This design comes from an exercise in tuning for small area, a short achievable clock period and few clock cycles on the open sky130 flow, not from production work.
The flow treats the clock pin as an ideal source. Dropping or thinning the clock tree relies on that and would not hold on a real chip.

Design lc_decoder, start of the top module:
module lc_decoder (
    input  wire         clk,
    input  wire         rst,         
    input  wire         in_valid,
    output wire         in_ready,
    input  wire [39:0]  in_beat,     
    input  wire [36:0]  in_dda,      
    output reg          out_valid,
    output reg  [2:0]   out_status,
    output reg  [3:0]   out_dev,
    output wire [511:0] out_data
);
  localparam [2:0] ST_GOOD = 3'd0, ST_CORR = 3'd1, ST_POIS = 3'd2,
                   ST_MARK = 3'd3, ST_UNC  = 3'd4;
  function [15:0] am12;
    input [15:0] x;
    begin
      am12[0] = ^(x & 16'h1110);
      am12[1] = ^(x & 16'h3330);
      am12[2] = ^(x & 16'h6660);
      am12[3] = ^(x & 16'hddd0);
      am12[4] = ^(x & 16'hbba0);
      am12[5] = ^(x & 16'h7740);
      am12[6] = ^(x & 16'hee80);
      am12[7] = ^(x & 16'hdd00);
      am12[8] = ^(x & 16'hba00);
      am12[9] = ^(x & 16'h7400);
      am12[10] = ^(x & 16'he800);
      am12[11] = ^(x & 16'hd000);
      am12[12] = ^(x & 16'hb111);
      am12[13] = ^(x & 16'h6222);
      am12[14] = ^(x & 16'hc444);
      am12[15] = ^(x & 16'h8888);
    end
  endfunction
  function [15:0] am65531;
    input [15:0] x;
    begin
      am65531[0] = ^(x & 16'h001d);
      am65531[1] = ^(x & 16'h0027);
      am65531[2] = ^(x & 16'h004e);
      am65531[3] = ^(x & 16'h0080);
      am65531[4] = ^(x & 16'h0100);
      am65531[5] = ^(x & 16'h0200);
      am65531[6] = ^(x & 16'h0400);
      am65531[7] = ^(x & 16'h0800);
      am65531[8] = ^(x & 16'h1001);
      am65531[9] = ^(x & 16'h2003);
      am65531[10] = ^(x & 16'h4007);
      am65531[11] = ^(x & 16'h800e);
      am65531[12] = ^(x & 16'h0001);
      am65531[13] = ^(x & 16'h0003);
      am65531[14] = ^(x & 16'h0007);
      am65531[15] = ^(x & 16'h000e);
    end
  endfunction
  ...
For scale: about 7800 cells after synthesis, ~600 I/O pins.
Settings: LEC_CHECK=0, CAP_MARGIN=20, CORE_MARGIN=2, CORE_UTILIZATION=55, PLACE_DENSITY=0.65, SLEW_MARGIN=20; clock period 10.0 ns.
standard.sh (not shown) runs the stock make flow with config.mk's settings and CLKGATE_MAP_FILE= SYNTH_SCRIPT=/design/flow/synth_recipe.tcl, a recipe that flattens the netlist after the stock synthesis.
==> flow/flow/run.sh <==
#!/bin/bash
# Own layout flow: the standard ORFS flow (standard synthesis, floorplan,
# placement, routing), except that the clock tree is built by flow/mycts.tcl
# (clock port -> 4 root buffers -> leaf buffers -> flip-flop clusters), timing
# repair aims past the 10 ns constraint, and the ports get plain buffers.
set -euo pipefail
EXTRA=("SETUP_SLACK_MARGIN=6.9" "BUFFER_PORTS_ARGS=-buffer_cell sky130_fd_sc_hd__buf_1")
bash standard.sh "${EXTRA[@]}" place > flow_place.log 2>&1
bash standard.sh "${EXTRA[@]}" "RUN_SCRIPT=$PWD/flow/mycts.tcl" RUN_LOG_NAME_STEM=4_1_mycts run > flow_cts.log 2>&1
bash standard.sh "${EXTRA[@]}" finish > flow_finish.log 2>&1
Other scripts of this flow, unchanged in this note and not shown: flow/flow/mycts.tcl
Then changed:
--- a/flow/design.v
+++ b/flow/design.v
@@ -1848,18 +1848,20 @@
     end else if (|ohd) begin
       zc   <= zc_nx;
       fdev <= fdev_nx;
       if (pt) pois <= 1'b1;
       if (mt) mark <= 1'b1;
     end
-    out_dev <= fdev_nx;
-    if (zc_nx == 2'd2)      out_status <= ST_GOOD;
-    else if (zc_nx == 2'd1) out_status <= ST_CORR;
-    else if (pois | pt)     out_status <= ST_POIS;
-    else if (mark | mt)     out_status <= ST_MARK;
-    else                    out_status <= ST_UNC;
+    if (ohd[9]) begin
+      out_dev <= fdev_nx;
+      if (zc_nx == 2'd2)      out_status <= ST_GOOD;
+      else if (zc_nx == 2'd1) out_status <= ST_CORR;
+      else if (pois | pt)     out_status <= ST_POIS;
+      else if (mark | mt)     out_status <= ST_MARK;
+      else                    out_status <= ST_UNC;
+    end
   end
   always @(posedge clk) begin
     if (rst) begin
       v_r       <= 1'b0;
       stall_r   <= 1'b0;
       boh       <= 16'd1;
Result:
- The new run went through all stages and came out clean
- area after synthesis is lower by 0.76%
- core utilization climbs by 0.53 points
- routed wire length rose by 4.2%
- global-route usage came out higher by 1.8 points
- final cell count shrinks by 0.89%
- die area goes down by 0.75%
Function was not checked in any run of this note: the RTL went through the layout flow alone. No run of this note takes its clock network from TritonCTS; it comes from the design's own scripts or RTL.

## afterwards: timing with drivers on the ports
Ports are ideal in the flow. The routed layouts listed here were re-timed in OpenROAD. Step 1 (the two cells are an assumption about what drives the block):
set clk [get_ports {clk}]
set_driving_cell -lib_cell sky130_fd_sc_hd__clkbuf_16 $clk
set_driving_cell -lib_cell sky130_fd_sc_hd__buf_2 [delete_from_list [all_inputs] $clk]
Step 2 also shifts input and output timing later by t, the mid clock arrival at the registers, as if the neighbouring blocks saw the same clock. a / b / c = no drivers / after step 1 / after step 2; a / b = the first two.
run | shift t [ns] | setup WS [ns] | worst setup path at the end | clock arrival spread, ns | slew at the worst register clock pin (ns)
the first run | 0.710 | 6.756 / 6.722 / 6.756 | register to register | 0.091 / 0.091 | 0.11 / 0.11
the second run | 0.724 | 6.817 / 6.711 / 6.761 | input to register | 0.082 / 0.082 | 0.12 / 0.12
After both steps setup and hold are still met in every run listed. For the second run, which loses most, drivers alone change the setup slack by -0.106 ns; drivers and shift together by -0.056 ns.
